Source: an optimization exercise on an open RTL-to-GDS flow (aim: small area, a short achievable clock period and few clock cycles per item). Production flows keep margins and buffers that such runs may drop. Function was checked by simulation only, so behaviour that the tests miss may differ from the original. No driver is modelled on the clock port, so clocking that relies on it looks cheaper here than on a real chip.

==> flow/design.v, too long to show whole: its modules and the start of the top module <==
// module flit_rx_check: 1150 lines
module flit_rx_check (
  input  wire        clk,
  input  wire        rst,
  input  wire        in_valid,
  output wire        in_ready,
  input  wire [63:0] in_data,
  output wire        out_valid,
  input  wire        out_ready,
  output wire [63:0] out_data,
  output wire        out_last,
  output wire        out_fec_fail,
  output wire        out_crc_fail
);
  // ...
==> flow/flow/run.sh <==
#!/bin/bash
# Layout flow: the standard layout (standard.sh: its synthesis, floorplan,
# power grid, placement, CTS and routing), with changes only to how the
# layout is optimised:
#  - timing repair aims at a 7.5 ns clock period (setup margin 22.5 ns on the
#    30 ns constraint), so gates on the long paths are sized and buffered;
#  - the port buffers are buf_4 cells instead of the delay buffer the flow
#    picks by default;
#  - clock tree: sinks clustered in groups of up to 30 within 90 um, and no
#    dummy loads.
# The constraints (constraint.sdc) are not changed. make's output goes to
# make_finish.log; each ORFS step logs to orfs/logs/.
set -euo pipefail
bash standard.sh SETUP_SLACK_MARGIN=22.5 \
  "BUFFER_PORTS_ARGS=-buffer_cell sky130_fd_sc_hd__buf_4" \
  "CTS_ARGS=-sink_clustering_enable -repair_clock_nets -sink_clustering_size 30 -sink_clustering_max_diameter 90 -dont_use_dummy_load" \
  finish > make_finish.log 2>&1
==> flow/standard.sh <==
#!/bin/bash
# synth_recipe.tcl (not shown) runs the flow's synth.tcl, then flattens the netlist and writes it again
# the make line also repeats each setting of config.mk as NAME=value (left out here)
make -C /OpenROAD-flow-scripts/flow DESIGN_CONFIG=/design/flow/config.mk WORK_HOME=/design/flow/orfs CLKGATE_MAP_FILE= SYNTH_SCRIPT=/design/flow/synth_recipe.tcl "${@:-finish}"
==> flow/config.mk <==
export PLATFORM = sky130hd
export DESIGN_NAME = flit_rx_check
export DESIGN_NICKNAME = flit_rx_check
export VERILOG_FILES = /design/flow/design.v
export SDC_FILE = /design/flow/constraint.sdc
export NUM_CORES = 8
export LEC_CHECK = 0
export CAP_MARGIN = 20
export CORE_MARGIN = 2
export CORE_UTILIZATION = 50
export SLEW_MARGIN = 20
==> flow/constraint.sdc <==
create_clock -name core_clock -period 30.0 [get_ports {clk}]
set_input_delay 6.0000 -clock core_clock [delete_from_list [all_inputs] [get_ports {clk}]]
set_output_delay 6.0000 -clock core_clock [all_outputs]
set_load 0.01 [all_outputs]
==> impl_metrics.py, run 1 <==
metrics = {
    "run_status": {
        "run_status": "no timing/DRC/antenna violations",
    },
    "worst_setup_path": {
        "max_stage_delay_ps": 480,
        "worstPathCellList": "buf_4",
        "arrival_ps": 1450,
    },
    "run": {
        "maxCapViolCount": 0,
    },
    "sta": {
        "slew_headroom_pct": 24.4,
        "hold_violations": 0,
        "setup_violations": 0,
        "tns_ps": 0,
    },
    "final_layout": {
        "multi_input_area_um2": 30000,
        "design_area_um2": 102000,
        "stdcell_count": 10000,
        "final_util_pct": 54.9,
        "n_all_inverters": 72,
        "final_cell_mix": "dfxtp_1 (2456), xnor2_1 (1487), nand2_1 (805)",
        "clkCellAreaFrac_pct": 3.22,
    },
    "global_route": {
        "grt_pass1_wl_um": 338000,
    },
    "yosys": {
        "synth_simple_gate_area_share_pct": 6.23,
        "avgSynthCellArea_um2": 12.7,
    },
    "cts": {
        "cts.sinks": 2934,
        "clkTransAtPathRegs_ps": 110,
    },
    "floorplan": {
        "core_area_um2": 186000,
    },
    "route": {
        "drtIter0Drc": 4051,
        "routedLengthMet1_um": 107000,
    },
}
Testbench counts, summed over its fixed seeds: cycles 16,680, flits 512.
==> run 2, diff against run 1 <==
--- a/flow/design.v
+++ b/flow/design.v
@@ -7,17 +7,17 @@
   output wire        out_valid,
   input  wire        out_ready,
   output wire [63:0] out_data,
   output wire        out_last,
   output wire        out_fec_fail,
   output wire        out_crc_fail
 );
   localparam integer L = 37;
-  localparam [63:0] CRC_CHK = 64'h2D062787539E5AD0;
+  localparam [63:0] CRC_RES = 64'hF9DCA2FF393C2D0A;
   function automatic [3:0] gf16_mul(input [3:0] a, input [3:0] b);
     reg [3:0] p, x;
     integer i;
     begin
       p = 4'h0;
       x = a;
       for (i = 0; i < 4; i = i + 1) begin
         if (b[i]) p = p ^ x;
@@ -164,18 +164,18 @@
   reg  [5:0]  wdist;      
   reg  [5:0]  rdist;      
   reg  [5:0]  occ;        
   reg  [4:0]  wbeat;      
   reg  [4:0]  rbeat;      
   reg         in_rdy_q;
   reg         rd_ok;      
   reg         wr_q;       
-  reg  [4:0]  wr_beat_q;  
-  reg         r_first, r_last;  
+  reg         w_first_q, w_last_q;  
+  reg         r_first, r_30, r_last;  
   reg  [63:0] out_q;
   reg         ov_q, olast_q, ofec_q, ocrc_q;
   reg         chien_ok;   
   wire        chien_ok_n;
   assign in_ready     = in_rdy_q;
   assign out_valid    = ov_q;
   assign out_data     = out_q;
   assign out_last     = olast_q;
@@ -203,40 +203,43 @@
   always @(posedge clk) begin
     if (rst) begin
       wdist    <= 6'd0;
       rdist    <= 6'd36;
       occ      <= 6'd0;
       wbeat    <= 5'd0;
       rbeat    <= 5'd0;
       r_first  <= 1'b1;
+      r_30     <= 1'b0;
       r_last   <= 1'b0;
       in_rdy_q <= 1'b1;
       rd_ok    <= 1'b0;
       wr_q     <= 1'b0;
     end else begin
       wdist    <= wdist_n;
       rdist    <= rdist_n;
       occ      <= occ_n;
       if (wr) wbeat <= wbeat + 5'd1;
       if (rd) begin
         rbeat   <= rbeat + 5'd1;
         r_first <= (rbeat == 5'd31);
+        r_30    <= (rbeat == 5'd29);
         r_last  <= (rbeat == 5'd30);
       end
       in_rdy_q <= (wr || wdist == 6'd1) && nf_n;
       rd_ok    <= (rd || rdist == 6'd1) && nz_n && chien_ok_n;
       wr_q     <= wr;
     end
-    wr_beat_q <= wbeat;
+    w_first_q <= (wbeat == 5'd0);
+    w_last_q  <= (wbeat == 5'd31);
   end
   reg  [31:0] syn [0:2];
   wire [63:0] wb = ring[L-1];
-  wire        sfirst = (wr_beat_q == 5'd0);
-  wire        sdone  = wr_q && (wr_beat_q == 5'd31);
+  wire        sfirst = w_first_q;
+  wire        sdone  = wr_q && w_last_q;
   wire [31:0] sg0 = sfirst ? 32'd0 : syn[0];
   wire [31:0] sg1 = sfirst ? 32'd0 : syn[1];
   wire [31:0] sg2 = sfirst ? 32'd0 : syn[2];
   wire [31:0] su0, su1, su2;    
   wire sx160 = wb[31] ^ wb[54];
   wire sx161 = wb[39] ^ wb[62];
   wire sx162 = wb[30] ^ wb[52];
   wire sx163 = wb[38] ^ wb[60];
@@ -789,48 +792,37 @@
         chs[2] <= {2'b00, n_out};
       end else begin
         chs[0] <= chu[2];
         chs[1] <= chu[0];
         chs[2] <= chu[1];
       end
     end
   end
-  reg        o_new;       
-  reg        o_first;     
-  reg        o_crc;       
   reg [63:0] crc;         
   always @(posedge clk) begin
-    if (rst) begin
-      ov_q  <= 1'b0;
-      o_new <= 1'b0;
-    end else begin
-      if (rd)
-        ov_q <= 1'b1;
-      else if (out_ready)
-        ov_q <= 1'b0;
-      o_new <= rd;
-    end
+    if (rst)
+      ov_q <= 1'b0;
+    else if (rd)
+      ov_q <= 1'b1;
+    else if (out_ready)
+      ov_q <= 1'b0;
     if (rst) begin
       out_q   <= 64'd0;
       olast_q <= 1'b0;
       ofec_q  <= 1'b0;
       ocrc_q  <= 1'b0;
     end else if (rd) begin
       out_q   <= cb;
       olast_q <= r_last;
       ofec_q  <= !(&okc);
-      ocrc_q  <= ((crc ^ {out_q[63:32], 32'd0}) != CRC_CHK);
-    end
-    if (rd) begin
-      o_first <= r_first;
-      o_crc   <= (rbeat < 5'd30);
+      ocrc_q  <= (crc != CRC_RES);
     end
   end
-  wire [63:0] cu = (crc | {64{o_first}}) ^ out_q;
+  wire [63:0] cu = (crc | {64{r_first}}) ^ {cb[63:32], cb[31:0] & {32{!r_30}}};
   wire [63:0] cn;
   wire kx64 = cu[0] ^ cu[63];
   wire kx65 = cu[24] ^ cu[4];
   wire kx66 = cu[10] ^ cu[17];
   wire kx67 = cu[11] ^ cu[16];
   wire kx68 = cu[19] ^ cu[54];
   wire kx69 = cu[20] ^ cu[55];
   wire kx70 = cu[37] ^ cu[42];
@@ -1141,10 +1133,10 @@
   assign cn[57] = kx64 ^ kx103 ^ kx113 ^ kx118 ^ kx137 ^ kx161 ^ kx200 ^ kx225 ^ kx268;
   assign cn[58] = cu[19] ^ cu[55] ^ kx113 ^ kx146 ^ kx164 ^ kx187 ^ kx188 ^ kx202 ^ kx212 ^ kx283;
   assign cn[59] = cu[10] ^ cu[5] ^ kx135 ^ kx144 ^ kx147 ^ kx187 ^ kx215 ^ kx291 ^ kx296;
   assign cn[60] = cu[26] ^ kx69 ^ kx131 ^ kx145 ^ kx151 ^ kx185 ^ kx274 ^ kx285 ^ kx317;
   assign cn[61] = cu[33] ^ cu[60] ^ kx91 ^ kx120 ^ kx208 ^ kx211 ^ kx220 ^ kx245 ^ kx315;
   assign cn[62] = cu[17] ^ cu[23] ^ kx87 ^ kx165 ^ kx218 ^ kx221 ^ kx275 ^ kx285 ^ kx297;
   assign cn[63] = cu[20] ^ cu[37] ^ kx105 ^ kx166 ^ kx194 ^ kx280 ^ kx289 ^ kx309;
   always @(posedge clk)
-    if (o_new && o_crc) crc <= cn;
+    if (rd && !r_last) crc <= cn;
 endmodule
==> flow/flow/run.sh (replaced) <==
#!/bin/bash
# Layout flow: the standard layout (standard.sh: its synthesis, floorplan,
# power grid, placement, CTS and routing), with changes only to how the
# layout is optimised:
#  - timing repair aims at a 7.35 ns clock period (setup margin 22.65 ns on the
#    30 ns constraint), so gates on the long paths are sized and buffered;
#  - the port buffers are buf_4 cells instead of the delay buffer the flow
#    picks by default;
#  - clock tree: sinks clustered in groups of up to 30 within 90 um, and no
#    dummy loads.
# The constraints (constraint.sdc) are not changed. make's output goes to
# make_finish.log; each ORFS step logs to orfs/logs/.
set -euo pipefail
bash standard.sh SETUP_SLACK_MARGIN=22.65 \
  "BUFFER_PORTS_ARGS=-buffer_cell sky130_fd_sc_hd__buf_4" \
  "CTS_ARGS=-sink_clustering_enable -repair_clock_nets -sink_clustering_size 30 -sink_clustering_max_diameter 90 -dont_use_dummy_load" \
  finish > make_finish.log 2>&1
==> run 2 against run 1 <==
Still clean. Register-to-register slack improved by 80 ps. Hold slack got worse by 0.69 ps. Synthesized cell count rose by 0.91%. Die area rose by 0.40%. Sequential share of layout area fell by 0.50 points. Clock skew fell by 20 ps. Via count rose by 0.64%. Largest cell class unchanged.
==> impl_metrics.py, run 2 <==
metrics = {
    "run_status": {
        "run_status": "no timing/DRC/antenna violations",
    },
    "yosys": {
        "ys_seq_area_share_pct": 66.9,
        "ys_types": 91,
        "netlist_instances": 7422,
        "avgSynthCellArea_um2": 12.7,
        "synth.most_common_cell": "dfxtp_1",
        "synth_fp_nets": 7537,
        "synth_edf_count": 419,
        "ys_top_cells_by_count": "dfxtp_1 (2510), xnor2_1 (1554), nand2_1 (713)",
        "synth-main-ff-cell": "dfxtp_1",
        "synth.area.top_cells": "dfxtp_1 (53%), xnor2_1 (14%), edfxtp_1 (13%), xor2_1 (5.0%), nand2_1 (2.8%)",
        "synthArstFlopShare_pct": 0,
        "syn_area_um2": 94000,
        "synth_top_area_cell": "dfxtp_1",
        "synth-warning-count": 5,
        "synth_top_area_share_pct": 53.5,
        "synth.ff_latch_count": 2929,
    },
    "final_layout": {
        "final_cell_mix": "dfxtp_1 (2466), xnor2_1 (1528), nand2_1 (711)",
        "final_common_cell": "dfxtp_1",
        "top_register": "ring",
        "design_area_um2": 102000,
        "nFillCells": 15800,
        "drive_above_1_share_pct": 8.06,
        "largest_reg_flops": 2368,
        "reg.largest.list": "ring: 2368 flops, chs: 132 flops, syn: 96 flops",
        "area_delta_synth_final_pct": 9.02,
        "fin_nets": 7738,
    },
    "route": {
        "ant_nets": 0,
        "drt-total-wl_um": 237000,
        "wl_per_cell_um": 23.4,
        "drc": 0,
        "viasPerCell": 4.90,
        "drt_pre_antenna_iters": 6,
        "dr_total_vias": 49600,
        "drtIter0Drc": 4098,
    },
    "worst_setup_path": {
        "worstSetupEndpointType": "output pin",
        "critPathSlowestCell": "dfxtp_4",
        "max_stage_delay_ps": 440,
        "worstPathRequired_ps": 24000,
        "crit_fanout": 2,
        "rr_startpoint": "b_num1[0]$_DFFE_PN_",
        "rr_endpoint": "chs[2][38]$_DFFE_PP_",
        "crit_buf_inv": 1,
        "crit_family": "flip-flops",
        "reg2reg_slack_ps": 22980,
        "worstPathCellList": "buf_6",
        "r2r_cells": 22,
        "criticalPathCategory": "register to output pin",
        "arrival_ps": 1340,
        "setup.worst_path.start_class": "register",
    },
    "cts": {
        "cts_tree": "done",
        "ctsHoldBuffers": 0,
        "clkTransAtPathRegs_ps": 110,
        "cts.sinks": 2929,
        "h-tree-depth": 4,
        "clock_latency_ps": 810,
        "root_buffer": "clkbuf_16",
        "cts_buffers": 130,
        "cts_max_path_buffers": 3,
    },
    "sta": {
        "hold_violations": 0,
        "fin_crit_ps": 7340,
        "setup_violations": 0,
        "fin_worst_skew_ps": 81.4,
        "fmax_mhz": 136,
        "rsz0062_at_grt": "yes",
        "fin_hold_ws_ps": 295,
        "finalCritPeriodShare_pct": 24.5,
        "tns_ps": 0,
        "layout_setup_ws_ps": 22660,
        "final_max_slew_viol_count": 0,
        "worstMarginPinSlew_ps": 1330,
        "slew_headroom_pct": 11.0,
    },
    "place": {
        "hpwlAfterDp_um": 176000,
        "dpl_cell_area_um2": 98600,
        "io_buffer_count": 136,
        "finalWeightedCongestion": 0.965,
        "place_ws_ps": 21320,
    },
    "floorplan": {
        "initial_core_util_pct": 50.2,
        "num_rows": 159,
        "die_h_um": 438,
        "die-area_um2": 191000,
        "core_area_um2": 187000,
        "io_pins": 137,
        "die_x_um": 438,
    },
    "worst_hold_path": {
        "holdPathStages": 0,
        "hp-class": "register to register",
        "hold-path-endpoint": "ring[3][19]$_DFF_P_",
        "hold_start": "ring[4][19]$_DFF_P_",
    },
    "global_route": {
        "grt_pass1_wl_um": 335000,
        "overflow": 0,
        "antenna_found_initial": 22,
        "grt_max_degree": 91,
        "grt_use_total_pct": 24.5,
        "grt_pass1_vias": 47300,
    },
    "run": {
        "maxCapViolCount": 0,
    },
}
-- run 2: cell count changes in the layout (fill, tap and decap cells not counted), sizes merged, moves of 14 or more --
cell	delta
buf	+27
nand2	-97
nor2	+136
mux2i	-21
a21oi	+14
a311oi	-25
a31oi	+19
xor2	-49
or3	-28
o21ai	-88
a211oi	+53
xnor2	+37
nor2b	+54
-- run 2: worst max path at each step --
stage / start / endpoint / slack [ps] / cells past startpoint
6_report: olast_q$_SDFFE_PP0P_ / out_last / 22660 / 1
5_1_grt: olast_q$_SDFFE_PP0P_ / out_last / 22590 / 1
4_1_cts: olast_q$_SDFFE_PP0P_ / out_last / 22570 / 1
3_5_place_dp: out_ready / occ[5]$_SDFFE_PP0P_ / 21320 / 10
3_3_place_gp: out_ready / occ[5]$_SDFFE_PP0P_ / 21300 / 10
2_1_floorplan: out_ready / chs[0][0]$_DFFE_PP_ / 22240 / 4
-- run 2: through the flow --
step	utilization (%)	cells
finish	54.7	10100
global route	54.7	10100
CTS	54.6	10100
detailed placement	52.7	9965
global placement	52.7	9965
floorplan	-	7422
-- run 2: kinds of logic after synthesis --
| kind of cell | share of synthesized area, % |
|---|---|
| compound gates | 3.09 |
| xor+xnor | 20.9 |
| fa+ha+maj | 0.647 |
| mux | 0.635 |
| simple gates | 6.57 |
| flops | 66.9 |
| buf+inv | 1.31 |
-- run 2: repair_timing --
| item | CTS | global route |
|---|---|---|
| cloned | 0 | 0 |
| setup buffers | 8 | 13 |
| setup endpoints to repair | 167 | 60 |
| resized for setup | 83 | 26 |
| pin swaps | 0 | 4 |
-- run 2: final cells by class --
cell class	instances	area [um^2]	share of cell area, %
Sequential cell	2929	62900	61.4
Inverter	80	329	0.321
Tap cell	2495	3120	3.05
Timing Repair Buffer	301	2400	2.34
Multi-Input combinational cell	4181	30400	29.7
Clock buffer	130	3250	3.18
Antenna cell	9	22.5	0.0220
-- run 2: routing by layer --
metal  track usage [%]  part of all wire, %
met3              3.52                  5.4
met2              38.9                   46
met1              34.0                   45
met5                 0               0.0084
met4              8.85                  3.6
Testbench counts of run 2, summed over its fixed seeds: cycles 16,680, flits 512.
==> run 3, diff against run 2 <==
--- a/flow/config.mk
+++ b/flow/config.mk
@@ -9,3 +9,3 @@
 export CORE_MARGIN = 2
-export CORE_UTILIZATION = 50
+export CORE_UTILIZATION = 55
 export SLEW_MARGIN = 20
==> run 3 against run 2 <==
Still clean on timing, DRC and antenna. Synthesized cell count did not move. Via count increased by 1.2%. Fmax increased by 0.26%. Flip-flop and latch count stayed put. Register-to-register slack better by 20 ps. Die area shrank 9.0%. Critical path depth is the same. Worst setup slack gained 19 ps. Utilization is 5.1 points higher. Design area decreased by 0.97%.
==> impl_metrics.py, run 3 <==
metrics = {
    "final_layout": {
        "fin_nets": 7705,
        "final_cell_mix": "dfxtp_1 (2492), xnor2_1 (1527), nand2_1 (711)",
        "design_area_um2": 101000,
        "nFillCells": 13500,
        "reg.largest.list": "ring: 2368 flops, chs: 132 flops, syn: 96 flops",
        "largest_reg_flops": 2368,
        "drive_above_1_share_pct": 7.16,
        "area_delta_synth_final_pct": 7.96,
        "top_register": "ring",
        "final_util_pct": 59.9,
        "final_common_cell": "dfxtp_1",
    },
    "sta": {
        "setup_violations": 0,
        "tns_ps": 0,
        "fmax_mhz": 137,
        "rsz0062_at_grt": "yes",
        "fin_crit_ps": 7320,
        "hold_violations": 0,
        "slew_headroom_pct": 20.6,
        "worstMarginPinSlew_ps": 1190,
        "final_max_slew_viol_count": 0,
        "layout_setup_ws_ps": 22680,
        "finalCritPeriodShare_pct": 24.4,
        "fin_worst_skew_ps": 168,
    },
    "route": {
        "ant_nets": 0,
        "drt_pre_antenna_iters": 6,
        "dr_total_vias": 50200,
        "drc": 0,
        "drtIter0Drc": 4701,
        "drt-total-wl_um": 236000,
        "wl_per_cell_um": 24.0,
        "viasPerCell": 5.12,
    },
    "worst_hold_path": {
        "hold-path-endpoint": "ring[7][25]$_DFF_P_",
        "hp-class": "register to register",
        "hold_start": "ring[8][25]$_DFF_P_",
        "holdPathStages": 0,
    },
    "place": {
        "hpwlAfterDp_um": 173000,
        "dpl_cell_area_um2": 98100,
        "place_ws_ps": 20620,
        "finalWeightedCongestion": 0.994,
        "io_buffer_count": 136,
    },
    "cts": {
        "cts_tree": "done",
        "clock_latency_ps": 840,
        "clkTransAtPathRegs_ps": 100,
        "ctsHoldBuffers": 0,
        "h-tree-depth": 3,
        "root_buffer": "clkbuf_16",
        "cts.sinks": 2929,
        "cts_buffers": 117,
        "cts_max_path_buffers": 3,
    },
    "yosys": {
        "netlist_instances": 7422,
        "synth.ff_latch_count": 2929,
        "synth_edf_count": 419,
        "synth_top_area_cell": "dfxtp_1",
        "synth-warning-count": 5,
        "synth-main-ff-cell": "dfxtp_1",
        "ys_types": 91,
        "avgSynthCellArea_um2": 12.7,
        "syn_area_um2": 94000,
        "synth_top_area_share_pct": 53.5,
        "ys_seq_area_share_pct": 66.9,
        "synth_fp_nets": 7537,
        "ys_top_cells_by_count": "dfxtp_1 (2510), xnor2_1 (1554), nand2_1 (713)",
        "synth.most_common_cell": "dfxtp_1",
        "synthArstFlopShare_pct": 0,
        "synth.area.top_cells": "dfxtp_1 (53%), xnor2_1 (14%), edfxtp_1 (13%), xor2_1 (5.0%), nand2_1 (2.8%)",
    },
    "run": {
        "maxCapViolCount": 0,
    },
    "worst_setup_path": {
        "worstSetupEndpointType": "output pin",
        "reg2reg_slack_ps": 23000,
        "crit_fanout": 2,
        "criticalPathCategory": "register to output pin",
        "crit_family": "flip-flops",
        "rr_startpoint": "b_num1[7]$_DFFE_PN_",
        "setup.worst_path.start_class": "register",
        "arrival_ps": 1320,
        "path_depth": 1,
        "max_stage_delay_ps": 370,
        "r2r_cells": 22,
        "critPathSlowestCell": "dfxtp_2",
        "worstPathCellList": "buf_6",
        "worstPathRequired_ps": 24000,
        "crit_buf_inv": 1,
        "rr_endpoint": "chs[2][38]$_DFFE_PP_",
    },
    "floorplan": {
        "io_pins": 137,
        "die_x_um": 417,
        "die-area_um2": 174000,
        "die_h_um": 417,
        "initial_core_util_pct": 55.4,
        "core_area_um2": 169000,
        "num_rows": 151,
    },
    "global_route": {
        "antenna_found_initial": 24,
        "grt_pass1_wl_um": 333000,
        "grt_pass1_vias": 47300,
        "overflow": 0,
        "grt_max_degree": 92,
        "grt_use_total_pct": 26.7,
    },
    "run_status": {
        "run_status": "no timing/DRC/antenna violations",
    },
}
## run 3: layer usage
layer | up-vias | global-route usage [%] | wire, um
met3 | 325 | 3.53 | 14400
met1 | 24500 | 37.8 | 105000
met4 | 2 | 9.11 | 8740
li1 | 23900 | - | -
met2 | 1521 | 42.3 | 107000
met5 | - | 0 | 13
## run 3: worst max-delay path by stage
stage / start / to / slack (ps)
after floorplan: out_ready / chs[0][0]$_DFFE_PP_ / 22240
after global placement: in_valid / occ[5]$_SDFFE_PP0P_ / 20590
after detailed placement: in_valid / occ[5]$_SDFFE_PP0P_ / 20620
after CTS: ov_q$_SDFFE_PP0P_ / out_valid / 22590
after global routing: out_q[63]$_SDFFE_PP0P_ / out_data[63] / 22610
final: out_q[63]$_SDFFE_PP0P_ / out_data[63] / 22680
## run 3: timing repair
action | CTS | global route
pin swaps | 1 | 2
buffers inserted | 8 | 5
gates resized for setup | 46 | 16
endpoints found under the setup margin | 149 | 45
gates cloned | 1 | 2
## run 3: cells by family (layout without fill, tap and decap cells)
family                     count (synthesis)  in the layout  share of synthesized area [%]
and+or+nand+nor                         1467           1469                           6.57
AOI/OAI and AO/OA                        454            454                           3.09
adders and majority gates                 49             49                          0.647
other                                      0              4                              0
DFF                                     2929           2929                           66.9
muxes                                     56             56                          0.635
buffers and inverters                    312            476                           1.31
xor gates and xnor gates                2155           2155                           20.9
## run 3: metrics by stage
step,std cells,hold slack [ps]
floorplan,7422,310
global placement,9673,309
detailed placement,9673,312
CTS,9799,236
global route,9806,248
finish,9810,250
## run 3: final cells by class
type                            instances  area, um^2  area share (%)
Clock buffer                          117        2930            2.89
Multi-Input combinational cell       4183       30400            29.9
Tap cell                             2218        2780            2.74
Timing Repair Buffer                  278        2160            2.13
Timing Repair inverter                  1        11.3          0.0111
Sequential cell                      2929       62900            62.0
Antenna cell                            4        10.0         0.00987
Inverter                               80         332           0.327

afterwards: timing with drivers on the ports:
Ports are ideal in the flow. The routed layouts listed here were re-timed in OpenROAD. Step 1: set_driving_cell puts a clkbuf_16 on clk and a buf_2 on each other input, an assumption about the parent block. Step 2 also shifts input and output timing later by t, the mid clock arrival at the registers, as if the neighbouring blocks saw the same clock. a / b / c = ideal ports / drivers / drivers and shift; a / b = the first two.
run	t (ns)	setup slack, ns	worst hold slack (ns)	latest minus earliest clock arrival (ns)	worst data-port slew with drivers (ns)
run 1	0.860	22.546 / 22.456 / 21.801	0.296 / 0.296 / 0.296	0.121 / 0.121	0.17
run 2	0.857	22.665 / 22.583 / 21.947	0.295 / 0.295 / 0.295	0.091 / 0.091	0.22
run 3	0.844	22.684 / 22.595 / 21.956	0.250 / 0.250 / 0.250	0.168 / 0.168	0.15
After both steps setup and hold are still met in every run listed. The setup slack of run 1, which loses most, moves by -0.090 ns with the drivers and by -0.745 ns with both steps.
